From an optimization exercise on the open Yosys and OpenROAD flow, aimed at small area, a short achievable clock period and few clock cycles per item; shortcuts taken in it are not production practice.
Function was checked by simulation only, so behaviour that the tests miss may differ from the original.

==> flow/config.mk <==
export PLATFORM = sky130hd
export DESIGN_NAME = comp_core
export DESIGN_NICKNAME = comp_core
export VERILOG_FILES = /design/flow/design.v
export SDC_FILE = /design/flow/constraint.sdc
export NUM_CORES = 4
export LEC_CHECK = 0
export CAP_MARGIN = 20
export CORE_MARGIN = 2
export CORE_UTILIZATION = 40
export SLEW_MARGIN = 20
==> flow/constraint.sdc <==
create_clock -name core_clock -period 19.0 [get_ports {clk}]
set_input_delay 3.8000 -clock core_clock [delete_from_list [all_inputs] [get_ports {clk}]]
set_output_delay 3.8000 -clock core_clock [all_outputs]
set_load 0.01 [all_outputs]
==> flow/design.v <==
module comp_core (
    input  wire        clk,
    input  wire        rst,           
    input  wire        smp_valid,
    input  wire [9:0]  smp_code,
    input  wire        preset,
    input  wire [23:0] preset_duty,
    input  wire        start,
    output wire        ready,
    output reg         done,
    output wire [23:0] duty,
    output wire [18:0] cmp,
    input  wire [1:0]  wavg,
    input  wire [19:0] b0,
    input  wire [19:0] b1,
    input  wire [19:0] b2,
    input  wire [19:0] c1,
    input  wire [19:0] c2,
    input  wire [3:0]  gshift,
    input  wire [15:0] dmax,
    input  wire [25:0] d_ff,
    input  wire [11:0] top,
    input  wire [8:0]  trim
);
    localparam [3:0] S_IDLE = 4'd0, S_P1 = 4'd1, S_P2 = 4'd2, S_P3 = 4'd3,
                     S_U1 = 4'd4, S_U2 = 4'd5, S_PC1 = 4'd6, S_V1 = 4'd7,
                     S_PC2 = 4'd8, S_V2 = 4'd9, S_PT = 4'd10, S_C = 4'd11;
    localparam signed [26:0] V_MAX = 27'sh3FFFFFF;
    localparam signed [26:0] V_MIN = -27'sh4000000;
    reg [3:0] state;
    reg [9:0] hist [0:7];
    reg        [23:0] u;
    reg signed [26:0] v1, v2;
    reg signed [10:0] e1, e2;
    reg signed [27:0] opa;
    reg signed [19:0] opb;
    reg        [47:0] acc;
    reg        [3:0]  gsh_r;
    reg        [15:0] dmax_r;
    reg signed [25:0] dff_r;
    reg        [11:0] top_r;
    reg signed [8:0]  trim_r;
    assign ready = (state == S_IDLE);
    assign duty  = opa[23:0];
    assign cmp   = opb[18:0];
    wire [10:0] sum2 = hist[0] + hist[1];
    wire [11:0] sum4 = sum2 + hist[2] + hist[3];
    wire [12:0] sum8 = sum4 + hist[4] + hist[5] + hist[6] + hist[7];
    wire [10:0] sr2 = sum2 + 11'd1;
    wire [11:0] sr4 = sum4 + 12'd2;
    wire [12:0] sr8 = sum8 + 13'd4;
    wire signed [10:0] ew0 = 11'sd512 - $signed({1'b0, hist[0]});
    wire signed [10:0] ew1 = 11'sd512 - $signed({1'b0, sr2[10:1]});
    wire signed [10:0] ew2 = 11'sd512 - $signed({1'b0, sr4[11:2]});
    wire signed [10:0] ew3 = 11'sd512 - $signed({1'b0, sr8[12:3]});
    reg  signed [10:0] err_now;
    always @(*) begin
        case (wavg)
            2'd0: err_now = ew0;
            2'd1: err_now = ew1;
            2'd2: err_now = ew2;
            default: err_now = ew3;
        endcase
    end
    function automatic [27:0] eshift(input [10:0] e, input [3:0] g);
        eshift = $signed({{17{e[10]}}, e}) <<< g;
    endfunction
    wire st_u1  = (state == S_U1);
    wire st_pc  = (state == S_PC1) | (state == S_PC2);
    wire st_pt  = (state == S_PT);
    wire use_acc = (state == S_P2) | (state == S_P3) | st_u1;
    reg [47:0] x_row;
    always @(*) begin
        case (state)
            S_U1:    x_row = {6'd0, u, 18'd0};
            S_PC1:   x_row = {{3{v1[26]}}, v1, 18'd0};
            S_PC2:   x_row = {{3{v2[26]}}, v2, 18'd0};
            S_PT:    x_row = {{19{trim_r[8]}}, trim_r, 20'd0};
            default: x_row = 48'd0;
        endcase
    end
    wire rnd_sgn = st_u1 ? acc[47] : (opa[27] ^ opb[19]);
    wire rnd_on  = st_u1 | st_pc;
    wire [19:0] rnd_bits = {st_pt, 1'b0, rnd_on & ~rnd_sgn, {17{rnd_on & rnd_sgn}}};
    wire [28:0] aext = {opa[27], opa};
    wire [20:0] bext = {opb, 1'b0};
    reg  [47:0] rows [0:12];
    reg  [47:0] row;
    reg  [28:0] m;
    reg         bn, b_one, b_two, lastneg;
    integer k, j;
    always @(*) begin
        lastneg = 1'b0;
        for (k = 0; k < 10; k = k + 1) begin
            bn    = bext[2*k+2];
            b_one = bext[2*k+1] ^ bext[2*k];
            b_two = (bext[2*k+2] & ~bext[2*k+1] & ~bext[2*k]) |
                    (~bext[2*k+2] & bext[2*k+1] & bext[2*k]);
            for (j = 0; j < 29; j = j + 1)
                m[j] = ((b_one & aext[j]) | (b_two & ((j == 0) ? 1'b0 : aext[j-1]))) ^ bn;
            row = 48'd0;
            row[28:0] = {~m[28], m[27:0]};
            row = row << (2*k);
            if (k > 0) row[2*k-2] = lastneg;
            rows[k] = row;
            lastneg = bn;
        end
        rows[10] = 48'hAAAAB0000000 | {28'd0, rnd_bits[19], lastneg, rnd_bits[17:0]};
        rows[11] = use_acc ? acc : 48'd0;
        rows[12] = x_row;
    end
    function automatic [95:0] csa(input [47:0] x, input [47:0] y, input [47:0] z);
        csa = {((x & y) | (x & z) | (y & z)) << 1, x ^ y ^ z};
    endfunction
    wire [95:0] l1a = csa(rows[0], rows[1], rows[2]);
    wire [95:0] l1b = csa(rows[3], rows[4], rows[5]);
    wire [95:0] l1c = csa(rows[6], rows[7], rows[8]);
    wire [95:0] l1d = csa(rows[9], rows[10], rows[11]);
    wire [95:0] l2a = csa(l1a[47:0], l1a[95:48], l1b[47:0]);
    wire [95:0] l2b = csa(l1b[95:48], l1c[47:0], l1c[95:48]);
    wire [95:0] l2c = csa(l1d[47:0], l1d[95:48], rows[12]);
    wire [95:0] l3a = csa(l2a[47:0], l2a[95:48], l2b[47:0]);
    wire [95:0] l3b = csa(l2b[95:48], l2c[47:0], l2c[95:48]);
    wire [95:0] l4a = csa(l3a[47:0], l3a[95:48], l3b[47:0]);
    wire [95:0] l5a = csa(l4a[47:0], l4a[95:48], l3b[95:48]);
    wire [47:0] prod_sum = l5a[47:0] + l5a[95:48];
    wire st_u2 = (state == S_U2);
    wire st_v1 = (state == S_V1);
    wire st_v2 = (state == S_V2);
    wire st_c  = (state == S_C);
    wire signed [29:0] s   = acc[47:18];
    wire        [23:0] lim = {dmax_r, 8'd0};
    wire s_ovf = (s[29:26] != 4'b0000) & (s[29:26] != 4'b1111);
    wire [26:0] s_sat = s_ovf ? (s[29] ? V_MIN : V_MAX) : s[26:0];
    wire signed [20:0] t    = acc[40:20];
    wire        [18:0] tcap = {opb[14:0], 4'd0};
    wire signed [29:0] ca   = st_c ? $signed({{9{t[20]}}, t}) : s;
    wire        [23:0] cb   = st_c ? {5'd0, tcap} : lim;
    wire c_hi = ca > $signed({6'd0, cb});
    wire [23:0] u_new = s[29] ? 24'd0 : c_hi ? lim : s[23:0];
    wire signed [27:0] ax = st_u2 ? $signed({4'd0, u_new}) :
                            st_v1 ? $signed({s_sat[26], s_sat}) : s[27:0];
    wire signed [27:0] ay = st_u2 ? ~$signed({v1[26], v1}) :
                            st_v1 ? ~$signed({v2[26], v2}) : $signed({{2{dff_r[25]}}, dff_r});
    wire        ac = ~st_v2;
    wire signed [27:0] asum = ax + ay + $signed({27'd0, ac});
    wire d_hi = asum > $signed({4'd0, lim});
    wire [23:0] d_now = s_ovf ? (s[29] ? 24'd0 : lim) :
                        asum[27] ? 24'd0 : d_hi ? lim : asum[23:0];
    wire        c_zero = (t == $signed({{12{trim_r[8]}}, trim_r}));
    wire [18:0] cmp_now = (c_zero | t[20]) ? 19'd0 : c_hi ? tcap : t[18:0];
    wire [11:0] top_eff = (top_r < 12'd100) ? 12'd100 :
                          (top_r > 12'd4000) ? 12'd4000 : top_r;
    wire [14:0] top5 = {3'd0, top_eff} + {1'b0, top_eff, 2'd0};
    integer i;
    always @(posedge clk) begin
        gsh_r  <= gshift;
        dmax_r <= dmax;
        dff_r  <= d_ff;
        top_r  <= top;
        trim_r <= trim;
        acc    <= prod_sum;
        if (rst) begin
            state <= S_IDLE;
            done  <= 1'b0;
            u     <= 24'd0;
            v1    <= 27'sd0;
            v2    <= 27'sd0;
            e1    <= 11'sd0;
            e2    <= 11'sd0;
            for (i = 0; i < 8; i = i + 1)
                hist[i] <= 10'd512;
        end else begin
            done <= st_c;
            if (smp_valid) begin
                hist[0] <= smp_code;
                for (i = 1; i < 8; i = i + 1)
                    hist[i] <= hist[i-1];
            end
            case (state)
                S_IDLE: begin
                    if (start) begin
                        opa   <= eshift(e2, gshift);
                        opb   <= b2;
                        e2    <= e1;
                        e1    <= err_now;
                        state <= S_P1;
                    end else if (preset) begin
                        u  <= preset_duty;
                        v1 <= $signed({3'd0, preset_duty});
                        v2 <= $signed({3'd0, preset_duty});
                        e1 <= 11'sd0;
                        e2 <= 11'sd0;
                    end
                end
                S_P1: begin
                    opa   <= eshift(e2, gsh_r);
                    opb   <= b1;
                    state <= S_P2;
                end
                S_P2: begin
                    opa   <= eshift(e1, gsh_r);
                    opb   <= b0;
                    state <= S_P3;
                end
                S_P3: begin
                    opb   <= 20'd0;
                    state <= S_U1;
                end
                S_U1: begin
                    state <= S_U2;
                end
                S_U2: begin
                    u     <= u_new;
                    opa   <= asum;
                    opb   <= c1;
                    state <= S_PC1;
                end
                S_PC1: begin
                    state <= S_V1;
                end
                S_V1: begin
                    v1    <= s_sat;
                    opa   <= asum;
                    opb   <= c2;
                    state <= S_PC2;
                end
                S_PC2: begin
                    state <= S_V2;
                end
                S_V2: begin
                    v2    <= s_sat;
                    opa   <= {4'd0, d_now};
                    opb   <= {5'd0, top5};
                    state <= S_PT;
                end
                S_PT: begin
                    state <= S_C;
                end
                S_C: begin
                    opb   <= {1'b0, cmp_now};
                    state <= S_IDLE;
                end
                default: state <= S_IDLE;
            endcase
        end
    end
endmodule
==> flow/run.sh <==
#!/bin/bash
# synth_recipe.tcl (not shown) runs the flow's synth.tcl, then flattens the netlist and writes it again
# the make line also repeats each setting of config.mk as NAME=value (left out here)
make -C /OpenROAD-flow-scripts/flow DESIGN_CONFIG=/design/flow/config.mk WORK_HOME=/design/flow/orfs CLKGATE_MAP_FILE= SYNTH_SCRIPT=/design/flow/synth_recipe.tcl finish
==> summary.txt <==
area by class of cell:
type                    instances  area, um^2  share of cell area (%)
diodes                          6        15.0                  0.0307
well taps                    1476        1850                    3.78
flip-flops and latches        348        7450                    15.3
multi-input cells            4294       32600                    66.8
inverters                     519        1950                    3.99
clock inverters                23         354                   0.725
clock buffers                  56        1260                    2.58
repair buffers                360        3330                    6.82
sequential cells by signal, indices dropped and copies added (netlist names):
name / count
e2: 11
dmax_r: 16
state: 4
acc: 48
hist: 80
trim_r: 9
v1: 27
v2: 27
opb: 20
done: 1
u: 24
dff_r: 26
opa: 28
gsh_r: 4
e1: 11
top_r: 12
critical path, delay by kind of cell (launching register included):
kind                       cells  cell delay, ns
AOI/OAI and AO/OA             20            4.79
adders and majority gates      3            0.99
xor gates and xnor gates       1            0.19
buffers and inverters          2            0.46
and+or+nand+nor               10            3.03
DFF                            1            0.76
through the flow:
stage	util [%]	hold WS [ns]	cells
finish	44.7	0.476	7082
global route	44.7	0.515	7081
CTS	44.7	0.479	7076
detailed placement	43.2	0.466	6997
global placement	43.2	0.461	6997
floorplan	-	0.439	5728
placed cells by master (no fill, tap or decap), drive strengths merged, types with 18 or more instances in the layout:
cell	Yosys	layout
nand2	577	577
inv	516	518
nor2	480	480
a21oi	437	437
fa	340	340
o21ai	320	320
dfxtp	300	300
ha	277	277
clkdlybuf4s50	0	250
mux2i	192	192
o22ai	189	189
a22oi	149	149
a221oi	111	111
buf	133	110
maj3	93	93
nand3	87	87
xnor2	82	82
a21o	80	80
a211oi	78	78
and2	77	77
nor3	77	77
nor2b	73	73
clkbuf	434	56
xor2	51	51
edfxtp	48	48
mux2	47	47
o21a	41	41
nand2b	40	40
o31ai	36	36
and3	32	32
a221o	28	28
a31oi	28	28
o221ai	25	25
nand4	21	21
a222oi	19	19
a22o	18	18
how the worst max path moves through the flow:
stage | from | to | slack, ns | cells after the start
final | state[1] | opa[3] | 8.54 | 36
after global routing | state[1] | opa[3] | 7.80 | 36
after CTS | state[1] | opa[3] | 8.71 | 36
after detailed placement | state[1] | opa[3] | 8.74 | 36
after global placement | state[1] | opa[3] | 8.92 | 36
after floorplan | opb[5] | opa[15] | 10.87 | 37
cells in the mapped netlist, drive strengths merged (78+ instances only):
library cell,count
ha,277
inv,516
buf,133
xnor2,82
nand2,577
a211oi,78
o22ai,189
a21o,80
clkbuf,434
nor2,480
nand3,87
a21oi,437
fa,340
maj3,93
a221oi,111
a22oi,149
mux2i,192
o21ai,320
dfxtp,300
kinds of logic (layout without fill, tap and decap cells):
logic type / Yosys count / count (layout) / share of synthesized area (%)
fa+ha+maj: 710 / 710 / 25.4
xor+xnor: 133 / 133 / 2.64
other cells: 0 / 6 / 0
mux: 239 / 239 / 5.55
flops: 348 / 348 / 16.9
buf+inv: 1086 / 958 / 9.51
simple gates: 1530 / 1530 / 15.3
compound gates: 1682 / 1682 / 24.8
metal layers:
layer / routed length, um / vias up
li1: - / 19700
met1: 69500 / 20400
met5: 27 / -
met3: 14300 / 315
met2: 72500 / 2027
met4: 6530 / 4
==> summary.txt <==
- Worst R2R Path Depth: 36
- Fin crit period: 10.46 ns
- Total GRT Usage: 28.3%
- Largest net degree at the start of global routing: 129
- TNS Setup: 0 ns
- Warnings from Yosys: 3
- RD Place Congestion: about 0.95
- Post-CTS setup buffer count: 0
- Die area: 113,000 um^2
- Synth Instances: 5,728
- Vias per Instance: roughly 6
- Synth Net Count: 6,553
- Max Clk Rate: between 90 and 100 MHz
- CTS tree: done
- CP Data Arrival Time: roughly 11 ns
- RSZ-0062 raised after global routing: false
- Final setup vio count: 0
- Synthesized area: ~44,000 um^2
- Hold crit path type: reg -> reg
- Rel. slew slack: 22.6%
- Worst-path maximum fanout: 39
- DR WL/cell: 23.0 um
- # rows: 121
- EDFF count, synth: 48
- Filler instances: 10,900
- Die height: 336 um
- Inserted Clock Buffers: between 40 and 50
- Ranking of synthesized cells by area: fa_1 (15%), dfxtp_1 (14%), ha_1 (7.8%)
- Slowest cell on crit path: dfxtp_2
- Worst slack at placement: 8.74 ns
- Worst-path clk slew: 0.06 ns
- Synth cell types: 84
- Least-Margin Pin Slew: 1.16 ns
- Final setup margin: 8.54 ns
- Vias in the first global route: about 40,000
- M3 GR Usage: ~4.5%
- CTS root buf: clkbuf_16
- R2r setup slk: 8.54 ns
- H-tree depth: 2
- Final Slew Violations: 0
- Routed Antenna Nets: 0
- Grt ovf: 0
- CP Data Required Time: 19.47 ns
- Global-route wire length before repair: 249,000 um
- Placement-stage cell area: ~47,000 um^2
- Final WL: 163,000 um
- Critical R2R Capture: opa[3]
- Share of layout cells above drive strength 1: 4.80%
- # Max-Cap Violations: 0
- Async SR Flop Fraction: 0%
- #FFs+latches synth: 348
- # clock sinks: ~350
- Clk latency of the worst-skew pair: 0.67 ns
- Port Buf Inserts: 252
- Drt drc: 0
- Primary FF master, synth: dfxtp_1
- Status: no timing/DRC/antenna violations
- Initial Util: 40.5%
- Min-delay src: hist[2][9]
- Met1 Use GR: 38.9%
- CP Launch Type: flip-flop
- I/O pins: 253
- Initial antenna violation count: 13
- Clock Skew: 0.0805 ns
- DRT Pass-1 Iters: 9
- Total core area: 109,000 um^2
- Busiest layer in global routing: met2
- Vias: around 42,000
- Finished Cell Area: ~49,000 um^2
- Global Route met2 Usage: 44.6%
- Cts hold-fix bufs: 0
- Post-synth top area cell: fa_1
- Initial DRC count: 4,812
- Critical Path Max Stage Delay: 0.76 ns
- Top-area cell type share of the netlist area: 15.4%
- Hold Path Stages: 2
- Hold endpoint: hist[3][9]
- Die W: 336 um
- R2R Path Start: state[1]
- Final hold violations: 0
- CTS resizes: 0
- Final period util: 55.0%
- Kind of end point of the critical path: flip-flop
- Layout Nets: 6,392
- Sequential area share after synthesis: 16.9%
- Syn_area_per_cell: roughly 7.7 um^2
- Detailed placement HPWL: 120,000 um
- WS Path Type: reg -> reg
- Maximum clock insertion buffer count: 3
- Area added between synthesis and finish: 10.5%
Testbench counts, summed over its fixed seeds: cycles 38,400, items 3,200.

[static timing again, ports no longer ideal]
The results above use ideal ports. As a check the final layout listed here was re-extracted and re-timed, cells and wires unchanged.
Step 1 (the two cells are an assumption about what drives the block):
set clk [get_ports {clk}]
set_driving_cell -lib_cell sky130_fd_sc_hd__clkbuf_16 $clk
set_driving_cell -lib_cell sky130_fd_sc_hd__buf_2 [delete_from_list [all_inputs] $clk]
Step 2 times the ports against the registers' clock, not the clock port: input delays grow and output delays shrink by t, the midpoint of the rising clock arrivals with the driver on.
a / b / c = ideal / step 1 / step 2; a / b = the first two.
t, ns: 0.708
slack for setup (ns): 8.544 / 8.544 / 8.544
worst slew at a driven data input, ns: 0.11
pins driven straight from the clock port: 1
After both steps this run still meets setup and hold. For this run, drivers alone change the setup slack by 0.000 ns; drivers and shift together by 0.000 ns.
